What follows belongs to an exercise in optimizing a design on an open flow for small area and a short achievable clock period; a production flow would make more cautious choices.
In this exercise RTL edits were held to simulation tests only and were not proved equivalent to the original.
Power figures rest on the tool's default switching activity, not on a simulated workload.

// enc_top
module enc_top (
    input  wire        clk,
    input  wire        rst,           
    input  wire        en,            
    input  wire [7:0]  filt_n,        
    input  wire        invert,        
    input  wire        enc_a,
    input  wire        enc_b,
    input  wire        clr_unc,       
    output reg  [47:0] count,         
    output wire [55:0] p256,          
    output wire        fwd,           
    output wire        still,         
    output wire [23:0] deff,          
    output reg  [23:0] delta,         
    output reg         uncertain,     
    output reg  [23:0] ill_count      
);
For scale: about 2400 cells after synthesis, ~190 I/O pins, about 0.021 mm^2 of cells after synthesis.
clock: 110.0 ns
lec_check: 0
cap_margin: 20
core_margin: 2
core_utilization: 40
cts_buf_list: sky130_fd_sc_hd__clkbuf_8
cts_cluster_diameter: 60
cts_cluster_size: 16
slew_margin: 20
run.sh (not shown) runs the stock make flow with config.mk's settings and CLKGATE_MAP_FILE= SYNTH_SCRIPT=/design/flow/synth_recipe.tcl, a recipe that flattens the netlist after the stock synthesis.
Next try:
--- a/flow/config.mk
+++ b/flow/config.mk
@@ -9,6 +9,3 @@
 export CORE_MARGIN = 2
 export CORE_UTILIZATION = 40
-export CTS_BUF_LIST = sky130_fd_sc_hd__clkbuf_8
-export CTS_CLUSTER_DIAMETER = 60
-export CTS_CLUSTER_SIZE = 16
 export SLEW_MARGIN = 20
- critical path depth stays the same
- power climbs by 8.2%
- utilization climbs by 0.84 points
Next try:
==> flow/flow/run.sh (new file) <==
#!/bin/bash
# The standard layout, with plain buffers on the ports instead of the
# delay cell buffer_ports picks by default. Each tool's output goes to
# its own log here; ORFS keeps its step logs under orfs/logs.
set -euo pipefail
export BUFFER_PORTS_ARGS="-buffer_cell sky130_fd_sc_hd__buf_2"
bash standard.sh > standard.log 2>&1
==> flow/standard.sh (new file) <==
#!/bin/bash
# synth_recipe.tcl (not shown) runs the flow's synth.tcl, then flattens the netlist and writes it again
# the make line also repeats each setting of config.mk as NAME=value (left out here)
make -C /OpenROAD-flow-scripts/flow DESIGN_CONFIG=/design/flow/config.mk WORK_HOME=/design/flow/orfs CLKGATE_MAP_FILE= SYNTH_SCRIPT=/design/flow/synth_recipe.tcl "${@:-finish}"
removed: flow/run.sh
The changed run finished with timing, DRC and antenna clean. Flip-flop and latch count stays the same. Register-to-register slack degrades by 0.34 ns. Setup slack is better by 0.44 ns. Synthesized cell count is unchanged. Final cell count hardly moves. Worst hold slack improves by 0.0048 ns. Clock-buffer cell count goes up by 4. Global-route usage shrinks by 0.58 points. Non-clock buffer count falls by 3. Power went down by 1.3%.
Next try:
==> flow/flow/run.sh (replaced) <==
#!/bin/bash
# The standard layout, with plain buffers on the ports instead of the
# delay cell buffer_ports picks by default, and a clock tree of smaller
# buffers without dummy loads. Each tool's output goes to its own log
# here; ORFS keeps its step logs under orfs/logs.
set -euo pipefail
export BUFFER_PORTS_ARGS="-buffer_cell sky130_fd_sc_hd__buf_2"
export CTS_ARGS="-sink_clustering_enable -repair_clock_nets -dont_use_dummy_load -buf_list sky130_fd_sc_hd__clkbuf_8 -sink_clustering_size 16 -sink_clustering_max_diameter 60"
bash standard.sh > standard.log 2>&1
After rerunning:
- wire length fell by 0.60%
- synthesized area does not change
- core utilization fell by 1.5 points
- first-iteration DRC count fell by 3.5%
- cell count fell by 1.0%
Next try:
--- a/flow/flow/run.sh
+++ b/flow/flow/run.sh
@@ -6,4 +6,4 @@
 set -euo pipefail
 export BUFFER_PORTS_ARGS="-buffer_cell sky130_fd_sc_hd__buf_2"
-export CTS_ARGS="-sink_clustering_enable -repair_clock_nets -dont_use_dummy_load -buf_list sky130_fd_sc_hd__clkbuf_8 -sink_clustering_size 16 -sink_clustering_max_diameter 60"
+export CTS_ARGS="-sink_clustering_enable -repair_clock_nets -dont_use_dummy_load -buf_list sky130_fd_sc_hd__clkbuf_4 -sink_clustering_size 8 -sink_clustering_max_diameter 40"
 bash standard.sh > standard.log 2>&1
=>
- The changed run produced a clean layout
- area after synthesis stays the same
- routed wire length hardly moves
- sequential power is about the same


Another version of the RTL of enc_top (not shown whole).
For scale: ~280 flip-flops.
## enc_top
module enc_top (
    input  wire        clk,
    input  wire        rst,           
    input  wire        en,            
    input  wire [7:0]  filt_n,        
    input  wire        invert,        
    input  wire        enc_a,
    input  wire        enc_b,
    input  wire        clr_unc,       
    output reg  [47:0] count,         
    output wire [55:0] p256,          
    output wire        fwd,           
    output wire        still,         
    output wire [23:0] deff,          
    output reg  [23:0] delta,         
    output reg         uncertain,     
    output reg  [23:0] ill_count      
);
export LEC_CHECK = 0
export CAP_MARGIN = 20
export CORE_MARGIN = 2
export CORE_UTILIZATION = 40
export SLEW_MARGIN = 20
create_clock -name core_clock -period 110.0 [get_ports {clk}]
standard.sh (not shown) runs the stock make flow with config.mk's settings and CLKGATE_MAP_FILE= SYNTH_SCRIPT=/design/flow/synth_recipe.tcl, a recipe that flattens the netlist after the stock synthesis.
==> flow/flow/run.sh <==
#!/bin/bash
# The standard layout, with plain buffers on the ports instead of the
# delay cell buffer_ports picks by default, and a clock tree of smaller
# buffers without dummy loads. Each tool's output goes to its own log
# here; ORFS keeps its step logs under orfs/logs.
set -euo pipefail
export BUFFER_PORTS_ARGS="-buffer_cell sky130_fd_sc_hd__buf_1"
export CTS_ARGS="-sink_clustering_enable -repair_clock_nets -dont_use_dummy_load -buf_list sky130_fd_sc_hd__clkbuf_8 -sink_clustering_size 16 -sink_clustering_max_diameter 60"
export SETUP_SLACK_MARGIN=85.0
bash standard.sh > standard.log 2>&1
Rerun with:
--- a/flow/flow/run.sh
+++ b/flow/flow/run.sh
@@ -7,4 +7,4 @@
 export BUFFER_PORTS_ARGS="-buffer_cell sky130_fd_sc_hd__buf_1"
 export CTS_ARGS="-sink_clustering_enable -repair_clock_nets -dont_use_dummy_load -buf_list sky130_fd_sc_hd__clkbuf_8 -sink_clustering_size 16 -sink_clustering_max_diameter 60"
-export SETUP_SLACK_MARGIN=85.0
+export SETUP_SLACK_MARGIN=84.6
 bash standard.sh > standard.log 2>&1
Outcome: The changed run passed the timing, design-rule and antenna checks; via count barely changes; setup slack loses 0.24 ns; sequential power stays flat.
Rerun with:
Settings changed: CORE_UTILIZATION 40 to 60.
After rerunning: The changed run ran to the end with no violations. Worst setup slack gets worse by 0.011 ns. Routed wire length drops by 4.9%. Area after synthesis is unchanged. Clock skew drops by 0.045 ns. Global-route usage climbs by 8.9 points. Sequential power hardly moves.
Rerun with:
--- a/flow/flow/run.sh
+++ b/flow/flow/run.sh
@@ -7,4 +7,4 @@
 export BUFFER_PORTS_ARGS="-buffer_cell sky130_fd_sc_hd__buf_1"
 export CTS_ARGS="-sink_clustering_enable -repair_clock_nets -dont_use_dummy_load -buf_list sky130_fd_sc_hd__clkbuf_8 -sink_clustering_size 16 -sink_clustering_max_diameter 60"
-export SETUP_SLACK_MARGIN=84.6
+export SETUP_SLACK_MARGIN=84.3
 bash standard.sh > standard.log 2>&1
Settings changed: CORE_UTILIZATION 60 to 40.
=> Combinational power stays flat. Via count shrinks slightly. Total power stays flat. Final cell count grows by a little under a tenth.
Rerun with:
--- a/flow/flow/run.sh
+++ b/flow/flow/run.sh
@@ -5,6 +5,6 @@
 # here; ORFS keeps its step logs under orfs/logs.
 set -euo pipefail
-export BUFFER_PORTS_ARGS="-buffer_cell sky130_fd_sc_hd__buf_1"
+export BUFFER_PORTS_ARGS="-buffer_cell sky130_fd_sc_hd__buf_2"
 export CTS_ARGS="-sink_clustering_enable -repair_clock_nets -dont_use_dummy_load -buf_list sky130_fd_sc_hd__clkbuf_8 -sink_clustering_size 16 -sink_clustering_max_diameter 60"
-export SETUP_SLACK_MARGIN=84.3
+export SETUP_SLACK_MARGIN=84.6
 bash standard.sh > standard.log 2>&1
Result: Global-route usage is about the same; design area increases by 1.3%; wire length increases by 0.67%.

==> re-timing with driven ports <==
The results above use ideal ports. As a check the final layouts listed here were re-extracted and re-timed, cells and wires unchanged.
Step 1, drivers: a clkbuf_16 drives clk and a buf_2 each remaining input, both assumed.
Step 2 adds t to the input delays and takes it off the output delays; t is the mean of the earliest and latest rising clock arrival at the registers after step 1. Input paths then give back, and output paths get back, about the clock's delay inside the block.
Slacks: ideal / step 1 / step 2; pairs: ideal / step 1.
| run | t, ns | setup WS [ns] | slew at the worst register clock pin (ns) |
|---|---|---|---|
| the first run of note 1 | 0.658 | 83.665 / 83.611 / 83.499 | 0.11 / 0.11 |
| the second run of note 1 | 0.601 | 83.731 / 83.676 / 83.485 | 0.07 / 0.07 |
| the third run of note 1 | 0.605 | 84.175 / 84.121 / 83.849 | 0.06 / 0.06 |
| the fourth run of note 1 | 0.619 | 84.128 / 84.080 / 83.915 | 0.10 / 0.10 |
| the fifth run of note 1 | 0.823 | 83.976 / 83.924 / 83.930 | 0.10 / 0.10 |
| the first run of note 2 | 0.686 | 85.051 / 85.000 / 84.578 | 0.10 / 0.10 |
| the second run of note 2 | 0.675 | 84.812 / 84.763 / 84.362 | 0.10 / 0.10 |
| the third run of note 2 | 0.641 | 84.801 / 84.751 / 84.339 | 0.10 / 0.10 |
| the fourth run of note 2 | 0.673 | 84.586 / 84.538 / 84.044 | 0.10 / 0.10 |
| the fifth run of note 2 | 0.655 | 84.830 / 84.781 / 84.331 | 0.10 / 0.10 |
After both steps setup and hold are still met in every run listed. The setup slack of the fourth run of note 2, which loses most, moves by -0.048 ns with the drivers and by -0.542 ns with both steps.
